Source: an optimization exercise on an open RTL-to-GDS flow (aim: small area and a short achievable clock period). Production flows keep margins and buffers that such runs may drop.
At most, simulation tests tie the RTL to the original design; equivalence was not proved.
The flow treats the clock pin as an ideal source. Dropping or thinning the clock tree relies on that and would not hold on a real chip.

## run A
## fehel_flit_rx
module fehel_flit_rx (
    input  wire        clk,
    input  wire        rst,
    input  wire        in_valid,
    input  wire [63:0] in_data,
    output reg         res_valid,
    output reg         res_crc_ok,
    output wire        res_ctrl,
    output wire [3:0]  res_err,        
    output wire [4:0]  res_msgs,
    output wire [19:0] res_vc_slots,   
    output wire [11:0] res_fseq,
    output wire [11:0] res_fack
);
Size in the first run: about 1500 cells after synthesis, roughly 160 flip-flops, ~120 I/O pins, roughly 0.015 mm² of cells after synthesis.
clock: 12.0 ns
lec_check: 0
cap_margin: 20
core_margin: 2
core_utilization: 40
slew_margin: 20
standard.sh (not shown) runs the stock make flow with config.mk's settings and CLKGATE_MAP_FILE= SYNTH_SCRIPT=/design/flow/synth_recipe.tcl, a recipe that flattens the netlist after the stock synthesis.
==> flow/flow/run.sh <==
#!/bin/bash
# Standard layout, with a plain buffer (buf_1) on every port, and timing
# repair aiming for a setup slack margin.
set -euo pipefail
bash standard.sh "BUFFER_PORTS_ARGS=-buffer_cell sky130_fd_sc_hd__buf_1" SETUP_SLACK_MARGIN=8.8 finish > make_finish.log 2>&1
Modified inputs, run B compared to run A
==> flow/flow/run.sh <==
#!/bin/bash
# Standard layout, with a plain buffer (buf_1) on every port instead of the
# default port buffer cell.
set -euo pipefail
bash standard.sh "BUFFER_PORTS_ARGS=-buffer_cell sky130_fd_sc_hd__buf_1" finish > make_finish.log 2>&1
### Flow results
Run B completed end to end with timing, DRC and antenna clean. Run B against run A: core utilization now smaller; non-clock buffer count fell by 130.
## Diff of input files: run C against run B
==> flow/run.sh (new file) <==
#!/bin/bash
# synth_recipe.tcl (not shown) runs the flow's synth.tcl, then flattens the netlist and writes it again
# the make line also repeats each setting of config.mk as NAME=value (left out here)
make -C /OpenROAD-flow-scripts/flow DESIGN_CONFIG=/design/flow/config.mk WORK_HOME=/design/flow/orfs CLKGATE_MAP_FILE= SYNTH_SCRIPT=/design/flow/synth_recipe.tcl finish
removed: flow/flow/run.sh
removed: flow/standard.sh
[summary]
Run C went all the way through the flow, and no timing, DRC or antenna check failed.
Run C ended up with sky130_fd_sc_hd__clkdlybuf4s50_1 as its critical-path cell with the highest stage delay; run B ended up with sky130_fd_sc_hd__buf_4.
res_msgs[2] as the capture point of the critical path was reported by run C, and beat[5] by run B.
Looking at category of the most critical setup path, the register to output port result is from run C; the input port to register one comes from run B.
Looking at global routing usage on met2, run C sits above run B.
Compared with run B, in run C post-synthesis share of cell area spent on full adders, half adders and majority gates shows no meaningful change, multi-input logic area roughly the same, final worst slack saw an increase.
Compared with run B, run C improves fmax.
In the final reports, the cell area of run C is larger than that of run B.
Average detailed-routed wire length per instance | run C above run B
After synthesis and placement, the instance count of run C is above that of run B.

Another version of the RTL of fehel_flit_rx (not shown whole).
Size: roughly 1,500 cells after synthesis, ~160 flip-flops, ~120 I/O pins, roughly 0.015 mm^2 of cells after synthesis.
clock: 12.0 ns
lec_check: 0
cap_margin: 20
core_margin: 2
core_utilization: 55
slew_margin: 20
==> flow/flow/run.sh <==
#!/bin/bash
# Layout: the standard ORFS flow (standard.sh), with these changes:
#  - every port gets a plain buf_1 as its port buffer;
#  - clock tree: two short levels of clock buffers (flow/cts_manual.tcl,
#    8 leaf buffers under 4 root buffers);
#  - the timing repair after CTS and after global routing aims for a setup
#    slack margin of 8.85 ns.
#  Placement settings: none. Repair settings: none.
# Each make call's output goes to its own make_*.log; ORFS keeps each tool's
# log under orfs/logs/.
set -euo pipefail
H=$PWD
B="BUFFER_PORTS_ARGS=-buffer_cell sky130_fd_sc_hd__buf_1"
C="PRE_CTS_TCL=$H/flow/cts_manual.tcl"
bash standard.sh "$B" "$C" synth > make_synth.log 2>&1
bash standard.sh "$B" "$C"  floorplan place > make_place.log 2>&1
bash standard.sh "$B" "$C"  SETUP_SLACK_MARGIN=8.85  cts > make_cts.log 2>&1
bash standard.sh "$B" "$C"  SETUP_SLACK_MARGIN=8.85  finish > make_finish.log 2>&1
Other scripts of this flow, unchanged in this note and not shown: flow/flow/cts_manual.tcl
Next try:
--- a/flow/flow/run.sh
+++ b/flow/flow/run.sh
@@ -7,2 +7,2 @@
-#    slack margin of 8.85 ns.
-#  Placement settings: none. Repair settings: none.
+#    slack margin of 8.75 ns.
+#  Placement settings: PLACE_DENSITY=0.7 GPL_ROUTABILITY_DRIVEN=0. Repair settings: none.
@@ -16,3 +16,3 @@
-bash standard.sh "$B" "$C"  floorplan place > make_place.log 2>&1
-bash standard.sh "$B" "$C"  SETUP_SLACK_MARGIN=8.85  cts > make_cts.log 2>&1
-bash standard.sh "$B" "$C"  SETUP_SLACK_MARGIN=8.85  finish > make_finish.log 2>&1
+bash standard.sh "$B" "$C" PLACE_DENSITY=0.7 GPL_ROUTABILITY_DRIVEN=0 floorplan place > make_place.log 2>&1
+bash standard.sh "$B" "$C" PLACE_DENSITY=0.7 GPL_ROUTABILITY_DRIVEN=0 SETUP_SLACK_MARGIN=8.75  cts > make_cts.log 2>&1
+bash standard.sh "$B" "$C" PLACE_DENSITY=0.7 GPL_ROUTABILITY_DRIVEN=0 SETUP_SLACK_MARGIN=8.75  finish > make_finish.log 2>&1
What happened: The changed run finished with timing, DRC and antenna clean. Synthesized area is unchanged. Global-route usage goes down by 4.5 points. First-iteration DRC count goes up by 34%. Routed wire length goes down by 11%. Critical path depth goes up by 7. Hold slack degrades by 0.0038 ns.
In every run of this note, the design's own scripts or RTL, not TritonCTS, make the clock network.

Setup of red:
Another version of the RTL of fehel_flit_rx (not shown whole).
Size in the first run: ~1400 cells after synthesis, ~15000 um^2 of cells after synthesis.
// fehel_flit_rx
module fehel_flit_rx (
    input  wire        clk,
    input  wire        rst,
    input  wire        in_valid,
    input  wire [63:0] in_data,
    output reg         res_valid,
    output reg         res_crc_ok,
    output wire        res_ctrl,
    output wire [3:0]  res_err,        
    output wire [4:0]  res_msgs,
    output wire [19:0] res_vc_slots,   
    output wire [11:0] res_fseq,
    output wire [11:0] res_fack
);
    reg  [63:0] u;
    wire [63:0] m_u;
    wire x64 = u[0] ^ u[63];
    wire x65 = u[39] ^ u[59];
    wire x66 = u[46] ^ u[53];
    wire x67 = u[47] ^ u[54];
    wire x68 = u[45] ^ u[52];
    wire x69 = u[4] ^ u[58];
    wire x70 = u[21] ^ u[26];
    wire x71 = u[9] ^ u[44];
    wire x72 = u[8] ^ u[43];
    wire x73 = u[22] ^ u[27];
    wire x74 = u[51] ^ u[56];
    wire x75 = u[41] ^ u[61];
    wire x76 = u[18] ^ u[32];
    wire x77 = u[20] ^ u[34];
  ...
export LEC_CHECK = 0
export CAP_MARGIN = 20
export CORE_MARGIN = 2
export CORE_UTILIZATION = 55
export SLEW_MARGIN = 20
create_clock -name core_clock -period 12.0 [get_ports {clk}]
==> flow/flow/run.sh <==
#!/bin/bash
# Layout: the standard ORFS flow (standard.sh), with these changes:
#  - every port gets a plain buf_1 as its port buffer;
#  - clock tree: two short levels of clock buffers (flow/cts_manual.tcl);
#  - the timing repair after CTS and after global routing aims for a setup
#    slack margin of 8.75 ns. Extra settings: 
# Each make call's output goes to its own make_*.log; ORFS keeps each tool's
# log under orfs/logs/.
set -euo pipefail
H=$PWD
B="BUFFER_PORTS_ARGS=-buffer_cell sky130_fd_sc_hd__buf_1"
C="PRE_CTS_TCL=$H/flow/cts_manual.tcl"
bash standard.sh "$B" "$C" synth > make_synth.log 2>&1
bash standard.sh "$B" "$C" floorplan place > make_place.log 2>&1
bash standard.sh "$B" "$C" SETUP_SLACK_MARGIN=8.75  cts > make_cts.log 2>&1
bash standard.sh "$B" "$C" SETUP_SLACK_MARGIN=8.75  finish > make_finish.log 2>&1
==> flow/flow/cts_manual.tcl <==
# Sourced by ORFS's cts.tcl as PRE_CTS_TCL. Replaces clock_tree_synthesis
# with a short two-level clock tree: the registers are split by location
# into NLEAF groups of equal size (halving by x, then by y, ...), each driven
# by a leaf clock buffer at the group's centre; the leaf buffers are split
# the same way into NROOT groups, each driven by a root clock buffer at its
# centre. The clock port feeds only the NROOT root buffers, and every
# register sees exactly one root and one leaf buffer.

proc mcts_split { items n } {
  set groups [list $items]
  set axis 0
  while { [llength $groups] < $n } {
    set ng {}
    foreach g $groups {
      set s [lsort -integer -index $axis $g]
      set h [expr { [llength $s] / 2 }]
      lappend ng [lrange $s 0 [expr { $h - 1 }]] [lrange $s $h end]
    }
    set groups $ng
    set axis [expr { 1 - $axis }]
  }
  return $groups
}

proc mcts_drive { block master name in_net group } {
  # group: list of {x y iterm}; returns {cx cy A-iterm}
  set sx 0; set sy 0
  foreach s $group { incr sx [lindex $s 0]; incr sy [lindex $s 1] }
  set n [llength $group]
  set cx [expr { $sx / $n }]
  set cy [expr { $sy / $n }]
  set inst [odb::dbInst_create $block $master $name]
  set net [odb::dbNet_create $block "${name}_net"]
  $net setSigType CLOCK
  [$inst findITerm X] connect $net
  foreach s $group {
    set it [lindex $s 2]
    $it disconnect
    $it connect $net
  }
  $inst setLocation [expr { $cx - [$master getWidth] / 2 }] [expr { $cy - [$master getHeight] / 2 }]
  $inst setPlacementStatus PLACED
  set a [$inst findITerm A]
  $a connect $in_net
  puts "manual_cts: $name drives $n pins at ($cx, $cy)"
  return [list $cx $cy $a]
}

proc manual_cts { } {
  set nleaf 16
  set nroot 4
  if { [info exists ::env(MCTS_NLEAF)] } { set nleaf $::env(MCTS_NLEAF) }
  if { [info exists ::env(MCTS_NROOT)] } { set nroot $::env(MCTS_NROOT) }
  set block [ord::get_db_block]
  set db [ord::get_db]
  set leafcell sky130_fd_sc_hd__clkbuf_8
  set rootcell sky130_fd_sc_hd__clkbuf_16
  if { [info exists ::env(MCTS_LEAF)] } { set leafcell $::env(MCTS_LEAF) }
  if { [info exists ::env(MCTS_ROOT)] } { set rootcell $::env(MCTS_ROOT) }
  set leafm [$db findMaster $leafcell]
  set rootm [$db findMaster $rootcell]
  set clk_net [$block findNet clk]
  set sinks {}
  foreach it [$clk_net getITerms] {
    set bb [[$it getInst] getBBox]
    lappend sinks [list [expr { ([$bb xMin] + [$bb xMax]) / 2 }] \
                        [expr { ([$bb yMin] + [$bb yMax]) / 2 }] $it]
  }
  set leaves {}
  set k 0
  foreach g [mcts_split $sinks $nleaf] {
    lappend leaves [mcts_drive $block $leafm "clkbuf_leaf_$k" $clk_net $g]
    incr k
  }
  set k 0
  foreach g [mcts_split $leaves $nroot] {
    mcts_drive $block $rootm "clkbuf_root_$k" $clk_net $g
    incr k
  }
  $clk_net setSigType CLOCK
  set_propagated_clock [all_clocks]
}

rename clock_tree_synthesis orig_clock_tree_synthesis
proc clock_tree_synthesis { args } {
  manual_cts
}
red completed every stage of the flow, and the final layout passed the timing, design-rule and antenna checks.
> inputs changed (red -> blue)
==> flow/flow/run.sh <==
#!/bin/bash
# Layout: the standard ORFS flow (standard.sh), with these changes:
#  - every port gets a plain buf_1 as its port buffer;
#  - clock tree: two short levels of clock buffers (flow/cts_manual.tcl);
#  - the timing repair after CTS and after global routing aims for a setup
#    slack margin of 8.8 ns; extra settings: "SETUP_MOVE_SEQUENCE=unbuffer,sizeup,swap" RECOVER_POWER=100
# Each make call's output goes to its own make_*.log; ORFS keeps each tool's
# log under orfs/logs/.
set -euo pipefail
H=$PWD
B="BUFFER_PORTS_ARGS=-buffer_cell sky130_fd_sc_hd__buf_1"
C="PRE_CTS_TCL=$H/flow/cts_manual.tcl"
bash standard.sh "$B" "$C" synth > make_synth.log 2>&1
bash standard.sh "$B" "$C" floorplan place > make_place.log 2>&1
bash standard.sh "$B" "$C" SETUP_SLACK_MARGIN=8.8 "SETUP_MOVE_SEQUENCE=unbuffer,sizeup,swap" RECOVER_POWER=100 cts > make_cts.log 2>&1
bash standard.sh "$B" "$C" SETUP_SLACK_MARGIN=8.8 "SETUP_MOVE_SEQUENCE=unbuffer,sizeup,swap" RECOVER_POWER=100 finish > make_finish.log 2>&1
-- flow/flow/cts_manual.tcl --
<<< red, line 48

proc manual_cts { } {
  set nleaf 16
  set nroot 4
  if { [info exists ::env(MCTS_NLEAF)] } { set nleaf $::env(MCTS_NLEAF) }
  if { [info exists ::env(MCTS_NROOT)] } { set nroot $::env(MCTS_NROOT) }
  set block [ord::get_db_block]
  set db [ord::get_db]
  set leafcell sky130_fd_sc_hd__clkbuf_8
  set rootcell sky130_fd_sc_hd__clkbuf_16
  if { [info exists ::env(MCTS_LEAF)] } { set leafcell $::env(MCTS_LEAF) }
  if { [info exists ::env(MCTS_ROOT)] } { set rootcell $::env(MCTS_ROOT) }
  set leafm [$db findMaster $leafcell]
  set rootm [$db findMaster $rootcell]
  set clk_net [$block findNet clk]
  set sinks {}
>>> blue, line 48

proc manual_cts { } {
  set nleaf 8
  set nroot 2
  if { [info exists ::env(MCTS_NLEAF)] } { set nleaf $::env(MCTS_NLEAF) }
  if { [info exists ::env(MCTS_NROOT)] } { set nroot $::env(MCTS_NROOT) }
  set block [ord::get_db_block]
  set db [ord::get_db]
  set master [$db findMaster sky130_fd_sc_hd__clkbuf_16]
  set clk_net [$block findNet clk]
  set sinks {}
<<< red, line 70
  set k 0
  foreach g [mcts_split $sinks $nleaf] {
    lappend leaves [mcts_drive $block $leafm "clkbuf_leaf_$k" $clk_net $g]
    incr k
  }
  set k 0
  foreach g [mcts_split $leaves $nroot] {
    mcts_drive $block $rootm "clkbuf_root_$k" $clk_net $g
    incr k
  }
>>> blue, line 65
  set k 0
  foreach g [mcts_split $sinks $nleaf] {
    lappend leaves [mcts_drive $block $master "clkbuf_leaf_$k" $clk_net $g]
    incr k
  }
  set k 0
  foreach g [mcts_split $leaves $nroot] {
    mcts_drive $block $master "clkbuf_root_$k" $clk_net $g
    incr k
  }
Results
- blue had finished all stages when the layout checks came back failing, citing max-capacitance violations, max-slew violations.
- Going from red to blue, final worst hold slack grows by 0.016 ns.
- blue: sequential fraction of total cell area 0.27 points above red
- Re fraction of standard cell area in multi-input logic: red was lower than blue.
- Reported for red and blue, number of hold-repair buffers added at the cts stage turned out identical to the last digit.
The following lists how green was set up differently from blue:
==> flow/flow/run.sh <==
#!/bin/bash
# Layout: the standard ORFS flow (standard.sh), with these changes:
#  - every port gets a plain buf_1 as its port buffer;
#  - clock tree: two short levels of clock buffers (flow/cts_manual.tcl);
#  - the timing repair after CTS and after global routing aims for a setup
#    slack margin of 8.7 ns. Extra settings: 
# Each make call's output goes to its own make_*.log; ORFS keeps each tool's
# log under orfs/logs/.
set -euo pipefail
H=$PWD
B="BUFFER_PORTS_ARGS=-buffer_cell sky130_fd_sc_hd__buf_1"
C="PRE_CTS_TCL=$H/flow/cts_manual.tcl"
bash standard.sh "$B" "$C" synth > make_synth.log 2>&1
bash standard.sh "$B" "$C" floorplan place > make_place.log 2>&1
bash standard.sh "$B" "$C" SETUP_SLACK_MARGIN=8.7  cts > make_cts.log 2>&1
bash standard.sh "$B" "$C" SETUP_SLACK_MARGIN=8.7  finish > make_finish.log 2>&1
-- flow/config.mk --
<<< blue, line 8
export CAP_MARGIN = 20
export CORE_MARGIN = 2
export CORE_UTILIZATION = 55
export SLEW_MARGIN = 20
>>> green, line 8
export CAP_MARGIN = 20
export CORE_MARGIN = 2
export CORE_UTILIZATION = 65
export SLEW_MARGIN = 20
### Flow results
green reached the end of the flow, and the finished layout is clean on the timing, design-rule and antenna checks.
Taking blue as the reference, in green sum of routed wire length over all layers now sits lower; worst reg2reg path depth now sits lower; fraction of met3 tracks used by global routing now sits higher.
Against blue, green reports a peak fanout along the critical path that is lower.
green vs blue — share of the final layout cell area in sequential cells rose 0.18 points.
The fraction of met1 tracks used by global routing of green is higher than that of blue.
Relative to blue, endpoint arrival time on the critical path has decreased by 2.65 ns in green.
Re number of distinct library cells after synthesis: no difference whatsoever between green and blue.
The critical-path cell with the highest stage delay comes out xnor2_1 in one run and clkbuf_1 in the other, namely in green and blue respectively.
green vs blue — via count climbed by a few percent
Inputs modified between green and orange:
==> flow/flow/run.sh <==
#!/bin/bash
# Layout: the standard ORFS flow (standard.sh), with these changes:
#  - every port gets a plain buf_1 as its port buffer;
#  - clock tree: two short levels of clock buffers (flow/cts_manual.tcl);
#  - the timing repair after CTS and after global routing aims for a setup
#    slack margin of 8.7 ns. Extra settings: REMOVE_ABC_BUFFERS=1
#  - after floorplan, ABC's buffers are removed and upsized cells set back
#    to drive strength 1 (flow/downsize.tcl).
# Each make call's output goes to its own make_*.log; ORFS keeps each tool's
# log under orfs/logs/.
set -euo pipefail
H=$PWD
B="BUFFER_PORTS_ARGS=-buffer_cell sky130_fd_sc_hd__buf_1"
C="PRE_CTS_TCL=$H/flow/cts_manual.tcl"
D="POST_FLOORPLAN_TCL=$H/flow/downsize.tcl"
bash standard.sh "$B" "$C" "$D" synth > make_synth.log 2>&1
bash standard.sh "$B" "$C" "$D" REMOVE_ABC_BUFFERS=1 floorplan place > make_place.log 2>&1
bash standard.sh "$B" "$C" "$D" SETUP_SLACK_MARGIN=8.7 REMOVE_ABC_BUFFERS=1 cts > make_cts.log 2>&1
bash standard.sh "$B" "$C" "$D" SETUP_SLACK_MARGIN=8.7 REMOVE_ABC_BUFFERS=1 finish > make_finish.log 2>&1
==> flow/flow/downsize.tcl (new file) <==
# Sourced as POST_FLOORPLAN_TCL: put every combinational cell that synthesis
# upsized back to its smallest drive strength (_1), so that the later timing
# repair sizes up only the cells on paths that need it. Registers, clock
# cells and physical cells are left as they are.
set n 0
foreach inst [get_cells *] {
  set m [get_property $inst ref_name]
  if { ![regexp {^sky130_fd_sc_hd__([a-z0-9]+)_([0-9]+)$} $m -> base drive] } { continue }
  if { $drive == 1 || [string match "*df*" $base] || [string match "clk*" $base] \
       || [string match "tap*" $base] || [string match "*fill*" $base] \
       || [string match "*decap*" $base] || [string match "conb" $base] } { continue }
  set target [get_lib_cells -quiet */sky130_fd_sc_hd__${base}_1]
  if { [llength $target] == 0 } { continue }
  replace_cell $inst [lindex $target 0]
  incr n
}
puts "downsize: $n cells set to drive strength 1"
-- flow/config.mk --
<<< green, line 8
export CAP_MARGIN = 20
export CORE_MARGIN = 2
export CORE_UTILIZATION = 65
export SLEW_MARGIN = 20
>>> orange, line 8
export CAP_MARGIN = 20
export CORE_MARGIN = 2
export CORE_UTILIZATION = 55
export SLEW_MARGIN = 20
==> comparison <==
[compare] base=green new=orange: number of filler instances in the final layout went up by 687, worst setup slack went down by 0.042 ns, cell area reported after detailed placement went up by 64 um^2.
orange vs green, instance count: orange higher
orange falls short of green in design area.
Capture point of the critical path = u[39]$_DFFE_PP_: orange; capture point of the critical path = u[18]$_DFFE_PP_: green
Function was not checked in any run of this note: the RTL went through the layout flow alone. In every run of this note, the design's own scripts or RTL, not TritonCTS, make the clock network.

-- separate check: timing with driven ports --
No port has a modelled driver above. Below, the same layouts with a new extraction and two added sets of constraints.
Step 1 assumes that a clkbuf_16 drives the clock port and a buf_2 every other input.
Step 2, shift: input delay + t, output delay - t, t = (earliest + latest rising clock arrival at the registers) / 2. This alone moves slack from input paths to output paths.
a / b / c = ideal ports / drivers / drivers and shift; a / b = the first two.
run	shift t [ns]	slack for setup (ns)	worst slew at a driven data input, ns	cell pins on the clock port's net
run A	0.518	8.567 / 8.512 / 8.402	0.04	1
run B	0.514	8.136 / 8.168 / 7.654	0.04	1
run C	0.522	8.155 / 8.097 / 7.875	0.06	1
the first run of note 2	0.403	8.751 / 8.634 / 8.557	0.05	4
the second run of note 2	0.411	8.658 / 8.639 / 8.492	0.06	4
red	0.412	8.647 / 8.646 / 8.591	0.04	4
blue	0.398	5.901 / 5.947 / 5.548	0.04	2
green	0.391	8.648 / 8.637 / 8.458	0.04	2
orange	0.402	8.607 / 8.606 / 8.386	0.05	2
The setup slack of run B, which loses most, moves by +0.032 ns with the drivers and by -0.482 ns with both steps.
